This design comes from an exercise in tuning for small area, a short achievable clock period and few clock cycles per item on the open sky130 flow, not from production work.
At most, simulation tests tie the RTL to the original design; equivalence was not proved.

## kdf_sha256
module kdf_sha256 (
    input  wire         clk,
    input  wire         rst,
    input  wire         in_valid,
    output wire         in_ready,
    input  wire         in_first,
    input  wire [511:0] in_block,
    output wire         out_valid,
    input  wire         out_ready,
    output wire [255:0] out_digest
);
Size: roughly 780 I/O pins.
Settings: LEC_CHECK=0, CAP_MARGIN=20, CORE_MARGIN=2, CORE_UTILIZATION=40, SETUP_SLACK_MARGIN=5, SLEW_MARGIN=30; clock period 10.0 ns.
standard.sh (not shown) runs the stock make flow with config.mk's settings and CLKGATE_MAP_FILE= SYNTH_SCRIPT=/design/flow/synth_recipe.tcl, a recipe that flattens the netlist after the stock synthesis.
==> flow/flow/run.sh <==
#!/bin/bash
# The standard layout (the standard.sh, which runs ORFS from synthesis to the
# final layout), with the I/O port buffers that global placement inserts made
# sky130_fd_sc_hd__buf_1 instead of the buffer ORFS picks by itself
# (clkdlybuf4s50_1, 2.7x the area).  Every port still gets its buffer.
set -euo pipefail
export BUFFER_PORTS_ARGS="-buffer_cell sky130_fd_sc_hd__buf_1"
bash standard.sh SETUP_SLACK_MARGIN=7 finish > standard.log 2>&1
The starting point went through all stages and came out clean.
Testbench counts at the start, summed over its fixed seeds: cycles 52,296, items 768.
Rerun with:
--- a/flow/flow/run.sh
+++ b/flow/flow/run.sh
@@ -8 +8 @@
-bash standard.sh SETUP_SLACK_MARGIN=7 finish > standard.log 2>&1
+bash standard.sh SETUP_SLACK_MARGIN=6 finish > standard.log 2>&1
Settings changed: CTS_CLUSTER_DIAMETER set to 70, CTS_CLUSTER_SIZE set to 25, PLACE_DENSITY set to 0.5.
After rerunning: Cell area came out lower by 7.5%. Clock skew came out lower by 0.037 ns. Sequential share of layout area came out higher by 3.0 points. Hold slack is worse by 0.0046 ns. Wire length came out lower by 1.9%.
Rerun with:
Settings changed: PLACE_DENSITY 0.5 to not set.
What happened: Final cell count goes down by 0.50%; setup slack gains 0.078 ns.
Rerun with:
--- a/flow/flow/run.sh
+++ b/flow/flow/run.sh
@@ -8 +8 @@
-bash standard.sh SETUP_SLACK_MARGIN=6 finish > standard.log 2>&1
+bash standard.sh SETUP_SLACK_MARGIN=6.3 finish > standard.log 2>&1
Result: Critical path depth stays the same. Setup slack loses 0.058 ns. Final cell count goes up by 0.68%.

* * *

Starting RTL as in the previous note.
Settings: LEC_CHECK=0, CAP_MARGIN=20, CORE_MARGIN=2, CORE_UTILIZATION=40, SETUP_SLACK_MARGIN=5, SLEW_MARGIN=30; clock period 10.0 ns.
==> flow/flow/run.sh <==
#!/bin/bash
# The standard layout (the standard.sh, which runs ORFS from synthesis to the
# final layout), with the I/O port buffers that global placement inserts made
# sky130_fd_sc_hd__buf_1 instead of the buffer ORFS picks by itself
# (clkdlybuf4s50_1, 2.7x the area).  Every port still gets its buffer.
set -euo pipefail
export BUFFER_PORTS_ARGS="-buffer_cell sky130_fd_sc_hd__buf_1"
bash standard.sh SETUP_SLACK_MARGIN=6.5 finish > standard.log 2>&1
Testbench counts at the start, summed over its fixed seeds: cycles 52,296, items 768.
==> next run, changes <==
--- a/flow/flow/run.sh
+++ b/flow/flow/run.sh
@@ -6,3 +6,3 @@
 set -euo pipefail
 export BUFFER_PORTS_ARGS="-buffer_cell sky130_fd_sc_hd__buf_1"
-bash standard.sh SETUP_SLACK_MARGIN=6.5 finish > standard.log 2>&1
+bash standard.sh SETUP_SLACK_MARGIN=6 finish > standard.log 2>&1
- CTS_CLUSTER_DIAMETER: unset -> 70
- CTS_CLUSTER_SIZE: unset -> 25
- SLEW_MARGIN: 30 -> 20
Effect: Core utilization falls by 1.7 points; first-iteration DRC count increases by 1.2%.
==> next run, changes <==
- CTS_CLUSTER_DIAMETER: 70 -> 60
- CTS_CLUSTER_SIZE: 25 -> 30
- SLEW_MARGIN: 20 -> 30
What happened: Register-to-register slack improved by 0.06 ns; clock skew shrinks by 0.0047 ns; worst setup slack improved by 0.063 ns; non-clock buffer count shrinks by 2; fmax grows by about 1.4%; utilization grows by 0.62 points; wire length is about the same; final area grows by 1.2%.

* * *

kdf_sha256, a different RTL version from the one above (not shown whole).
Size: ~4,500 cells after synthesis, ~780 I/O pins.
clock: 10.0 ns
lec_check: 0
cap_margin: 20
core_margin: 2
core_utilization: 55
setup_slack_margin: 5
slew_margin: 30
run.sh (not shown) runs the stock make flow with config.mk's settings and CLKGATE_MAP_FILE= SYNTH_SCRIPT=/design/flow/synth_recipe.tcl, a recipe that flattens the netlist after the stock synthesis.
Stock flow here: none of the scripts above is used.
Edit:
CORE_UTILIZATION = 40   (was 55)
What happened: The changed run ran to the end with no violations. Flip-flop and latch count is unchanged. Synthesized area stays the same. Worst setup slack got worse by 0.085 ns.
Edit:
==> flow/flow/run.sh (new file) <==
#!/bin/bash
# The standard layout (the standard.sh, which runs ORFS from synthesis to the
# final layout), with the I/O port buffers that global placement inserts made
# sky130_fd_sc_hd__buf_1 instead of the buffer ORFS picks by itself
# (clkdlybuf4s50_1, 2.7x the area).  Every port still gets its buffer.
set -euo pipefail
export BUFFER_PORTS_ARGS="-buffer_cell sky130_fd_sc_hd__buf_1"
bash standard.sh > standard.log 2>&1
==> flow/standard.sh (new file) <==
#!/bin/bash
# synth_recipe.tcl (not shown) runs the flow's synth.tcl, then flattens the netlist and writes it again
# the make line also repeats each setting of config.mk as NAME=value (left out here)
make -C /OpenROAD-flow-scripts/flow DESIGN_CONFIG=/design/flow/config.mk WORK_HOME=/design/flow/orfs CLKGATE_MAP_FILE= SYNTH_SCRIPT=/design/flow/synth_recipe.tcl "${@:-finish}"
removed: flow/run.sh
After rerunning:
- The changed run produced a clean layout
- hold slack is better by 0.041 ns
- design area falls by 7.3%
- global-route usage falls by 1.1 points
- via count is about the same
- sequential share of layout area rises by 3.1 points
- synthesized cell count is unchanged
No functional check of the RTL was part of any run of this note.

-- separate check: timing with driven ports --
No port has a modelled driver above. Below, the same layouts with a new extraction and two added sets of constraints.
Step 1 (the two cells are an assumption about what drives the block):
set clk [get_ports {clk}]
set_driving_cell -lib_cell sky130_fd_sc_hd__clkbuf_16 $clk
set_driving_cell -lib_cell sky130_fd_sc_hd__buf_2 [delete_from_list [all_inputs] $clk]
Step 2 adds t to the input delays and takes it off the output delays; t is the mean of the earliest and latest rising clock arrival at the registers after step 1. Input paths then give back, and output paths get back, about the clock's delay inside the block.
Three values: ideal ports, drivers, drivers and shift; two values: the first two.
run	shift t [ns]	setup WS [ns]	hold WS [ns]	worst setup path at the end	pins driven straight from the clock port
the first run of note 1	0.798	5.368 / 5.368 / 5.368	0.282 / 0.282 / 0.282	register to register	1
the second run of note 1	0.777	5.354 / 5.354 / 5.354	0.277 / 0.277 / 0.277	register to register	1
the third run of note 1	0.743	5.432 / 5.432 / 5.432	0.301 / 0.301 / 0.301	register to register	1
the fourth run of note 1	0.748	5.374 / 5.374 / 5.316	0.317 / 0.317 / 0.317	input to register	1
the first run of note 2	0.800	5.447 / 5.447 / 5.447	0.277 / 0.277 / 0.277	register to register	1
the second run of note 2	0.744	5.377 / 5.377 / 5.377	0.295 / 0.295 / 0.295	register to register	1
the third run of note 2	0.766	5.440 / 5.440 / 5.440	0.286 / 0.286 / 0.286	register to register	1
the first run of note 3	0.787	4.992 / 4.992 / 4.992	0.237 / 0.237 / 0.237	register to register	1
the second run of note 3	0.810	4.907 / 4.907 / 4.907	0.257 / 0.257 / 0.257	register to register	1
the third run of note 3	0.776	4.844 / 4.844 / 4.844	0.298 / 0.298 / 0.298	register to register	1
After both steps every run listed still meets setup and hold. For the fourth run of note 1, which loses most, drivers alone change the setup slack by 0.000 ns; drivers and shift together by -0.058 ns.
